This is an optimization exercise on Yosys and OpenROAD, whose aim is small area, a short achievable clock period and few clock cycles, not a production implementation.
Only simulation tests tie the RTL to the original design; equivalence was not proved.

== run 1 ==
// qsc_encoder
module qsc_encoder (
    input  wire        clk,
    input  wire        rst,
    input  wire        cmd_valid,
    output wire        cmd_ready,
    input  wire [5:0]  cmd_width_m1,
    input  wire [5:0]  cmd_lines_m1,
    input  wire        cmd_hist_reset,
    input  wire        in_valid,
    output wire        in_ready,
    input  wire [7:0]  in_pix,
    output wire        out_valid,
    input  wire        out_ready,
    output wire [7:0]  out_data,
    output wire        done,
    output wire [14:0] nbytes
);
    integer i;
    reg adv;            
    reg in_rdy;
    reg cmd_rdy;
    reg        active;
    reg [5:0]  cur_w, cur_l;
    reg        cur_hr;
    reg [5:0]  j, ln;
    wire last_j  = (j == cur_w);
    wire last_l  = (ln == cur_l);
    wire cmd_acc = cmd_valid && cmd_rdy;
    wire take    = in_valid && in_rdy;
    wire blk_out = take && last_j && last_l;      
    assign cmd_ready = cmd_rdy;
    assign in_ready  = in_rdy;
    wire active_nx = cmd_acc || (active && !blk_out);
    always @(posedge clk) begin
        if (rst) begin
            active <= 1'b0;
            j      <= 6'd0;
            ln     <= 6'd0;
        end else begin
            active <= active_nx;
            if (cmd_acc) begin
                cur_w  <= cmd_width_m1;
                cur_l  <= cmd_lines_m1;
                cur_hr <= cmd_hist_reset;
            end
            if (take) begin
                j  <= last_j ? 6'd0 : j + 6'd1;
                if (last_j) ln <= last_l ? 6'd0 : ln + 6'd1;
            end
        end
    end
    reg        v0;
  ...
For scale: about 4200 cells after synthesis, roughly 1100 flip-flops, ~53 I/O pins, about 47000 um^2 of cells after synthesis.
Settings: LEC_CHECK=0, ABC_AREA=1, CAP_MARGIN=5, CORE_MARGIN=2, CORE_UTILIZATION=65, CTS_BUF_LIST=sky130_fd_sc_hd__clkbuf_16, CTS_CLUSTER_DIAMETER=80, CTS_CLUSTER_SIZE=24, SLEW_MARGIN=5, TNS_END_PERCENT=10; clock period 12.0 ns.
standard.sh (not shown) runs the stock make flow with config.mk's settings and CLKGATE_MAP_FILE= SYNTH_SCRIPT=/design/flow/synth_recipe.tcl, a recipe that flattens the netlist after the stock synthesis.
==> flow/flow/run.sh <==
#!/bin/bash
# The standard layout, with two changes to how it is made:
#  - the port buffers are buf_4 cells instead of the resizer's default choice
#    (a slow delay buffer);
#  - repair_timing is asked for more setup slack than the period needs, so
#    that it sizes the paths for a shorter achieved period.
# The clock period and all constraints are the design's own.
bash standard.sh "BUFFER_PORTS_ARGS=-buffer_cell sky130_fd_sc_hd__buf_4" SETUP_SLACK_MARGIN=8.7 finish > standard.log 2>&1
Run 1 was carried through to the last stage, and its layout satisfied the timing, DRC and antenna checks.
Testbench counts of run 1, summed over its fixed seeds: cycles 139,132.
### run 1 -> run 2
# run 1
export LEC_CHECK = 0
export ABC_AREA = 1
export CAP_MARGIN = 5
export CORE_MARGIN = 2
export CORE_UTILIZATION = 65
export CTS_BUF_LIST = sky130_fd_sc_hd__clkbuf_16
export CTS_CLUSTER_DIAMETER = 80
export CTS_CLUSTER_SIZE = 24
export SLEW_MARGIN = 5
export TNS_END_PERCENT = 10
create_clock -name core_clock -period 12.0 [get_ports {clk}]
# run 2
export LEC_CHECK = 0
export ABC_AREA = 1
export CAP_MARGIN = 5
export CORE_MARGIN = 2
export CORE_UTILIZATION = 40
export CTS_BUF_LIST = sky130_fd_sc_hd__clkbuf_16
export CTS_CLUSTER_DIAMETER = 80
export CTS_CLUSTER_SIZE = 24
export SLEW_MARGIN = 5
create_clock -name core_clock -period 12.0 [get_ports {clk}]
--- a/flow/flow/run.sh
+++ b/flow/flow/run.sh
@@ -6,3 +6,3 @@
 #    that it sizes the paths for a shorter achieved period.
 # The clock period and all constraints are the design's own.
-bash standard.sh "BUFFER_PORTS_ARGS=-buffer_cell sky130_fd_sc_hd__buf_4" SETUP_SLACK_MARGIN=8.7 finish > standard.log 2>&1
+bash standard.sh "BUFFER_PORTS_ARGS=-buffer_cell sky130_fd_sc_hd__buf_4" SETUP_SLACK_MARGIN=8.5 finish > standard.log 2>&1
==> run summary <==
- Between run 1 and run 2, the maximum number of pins on one net before global-route repair is lower for run 2.
- On slack of the critical path, the higher figure sits with run 1, not run 2.
- | first-iteration DRC count | higher: run 1 |
- From run 1 to run 2 the numbers moved as follows: final cell count went up by about 10%; source-to-sink clock delay at the later pin of the worst-skew pair went up by 0.04 ns; global-route usage went down by 9.7 points; clock skew went up by 0.011 ns.
Inputs modified between run 2 and run 3:
# run 2
export LEC_CHECK = 0
export ABC_AREA = 1
export CAP_MARGIN = 5
export CORE_MARGIN = 2
export CORE_UTILIZATION = 40
export CTS_BUF_LIST = sky130_fd_sc_hd__clkbuf_16
export CTS_CLUSTER_DIAMETER = 80
export CTS_CLUSTER_SIZE = 24
export SLEW_MARGIN = 5
create_clock -name core_clock -period 12.0 [get_ports {clk}]
# run 3
export LEC_CHECK = 0
export ABC_AREA = 1
export CAP_MARGIN = 5
export CORE_MARGIN = 2
export CORE_UTILIZATION = 65
export CTS_BUF_LIST = sky130_fd_sc_hd__clkbuf_16
export CTS_CLUSTER_DIAMETER = 80
export CTS_CLUSTER_SIZE = 24
export SLEW_MARGIN = 5
create_clock -name core_clock -period 12.0 [get_ports {clk}]
--- a/flow/flow/run.sh
+++ b/flow/flow/run.sh
@@ -6,3 +6,3 @@
 #    that it sizes the paths for a shorter achieved period.
 # The clock period and all constraints are the design's own.
-bash standard.sh "BUFFER_PORTS_ARGS=-buffer_cell sky130_fd_sc_hd__buf_4" SETUP_SLACK_MARGIN=8.5 finish > standard.log 2>&1
+bash standard.sh "BUFFER_PORTS_ARGS=-buffer_cell sky130_fd_sc_hd__buf_4" SETUP_SLACK_MARGIN=8.7 finish > standard.log 2>&1
### Flow results
Core utilization up 28 points in run 3 wrt run 2. Against run 2, clock-buffer cell count in run 3 fell slightly. Run 3 vs. run 2: fraction of area in registers went up by 0.49 points. Summary of run 3 over run 2: remaining max-slew budget at the tightest pin rose by 1.7 points; core footprint fell by 39%; maximum frequency rose by 1.9%; worst path setup slack after routing rose by 0.066 ns.
Modified inputs, run 4 compared to run 3
# run 3
export LEC_CHECK = 0
export ABC_AREA = 1
export CAP_MARGIN = 5
export CORE_MARGIN = 2
export CORE_UTILIZATION = 65
export CTS_BUF_LIST = sky130_fd_sc_hd__clkbuf_16
export CTS_CLUSTER_DIAMETER = 80
export CTS_CLUSTER_SIZE = 24
export SLEW_MARGIN = 5
create_clock -name core_clock -period 12.0 [get_ports {clk}]
# run 4
export LEC_CHECK = 0
export ABC_AREA = 1
export CAP_MARGIN = 20
export CORE_MARGIN = 2
export CORE_UTILIZATION = 40
export CTS_BUF_LIST = sky130_fd_sc_hd__clkbuf_16
export CTS_CLUSTER_DIAMETER = 80
export CTS_CLUSTER_SIZE = 24
export SLEW_MARGIN = 20
create_clock -name core_clock -period 12.0 [get_ports {clk}]
--- a/flow/flow/run.sh
+++ b/flow/flow/run.sh
@@ -6,3 +6,3 @@
 #    that it sizes the paths for a shorter achieved period.
 # The clock period and all constraints are the design's own.
-bash standard.sh "BUFFER_PORTS_ARGS=-buffer_cell sky130_fd_sc_hd__buf_4" SETUP_SLACK_MARGIN=8.7 finish > standard.log 2>&1
+bash standard.sh "BUFFER_PORTS_ARGS=-buffer_cell sky130_fd_sc_hd__buf_4" SETUP_SLACK_MARGIN=8.3 finish > standard.log 2>&1
Findings:
Taking run 3 as the reference, in run 4 number of global-route vias before repair shrank by 811, final cycle utilization of the critical path up 0.96 points, net count of the mapped netlist about even. Proportion of cell area occupied by multi-input gates, run 4 and run 3, lower one = run 4.

## separate check: timing with driven ports
No port has a modelled driver above. Below, the same layouts with a new extraction and two added sets of constraints. Step 1, drivers: a clkbuf_16 drives clk and a buf_2 each remaining input, both assumed. Step 2 adds t to the input delays and takes it off the output delays; t is the mean of the earliest and latest rising clock arrival at the registers after step 1. Input paths then give back, and output paths get back, about the clock's delay inside the block. Three values: ideal ports, drivers, drivers and shift; two values: the first two.
| run | t (ns) | slack for setup (ns) | slew at the worst register clock pin (ns) |
|---|---|---|---|
| run 1 | 0.714 | 8.437 / 8.367 / 7.960 | 0.10 / 0.10 |
| run 2 | 0.752 | 8.422 / 8.349 / 8.056 | 0.10 / 0.10 |
| run 3 | 0.706 | 8.488 / 8.415 / 8.072 | 0.10 / 0.10 |
| run 4 | 0.734 | 8.372 / 8.303 / 7.756 | 0.10 / 0.10 |
After both steps setup and hold are still met in every run listed. For run 4, which loses most, drivers alone change the setup slack by -0.069 ns; drivers and shift together by -0.616 ns.
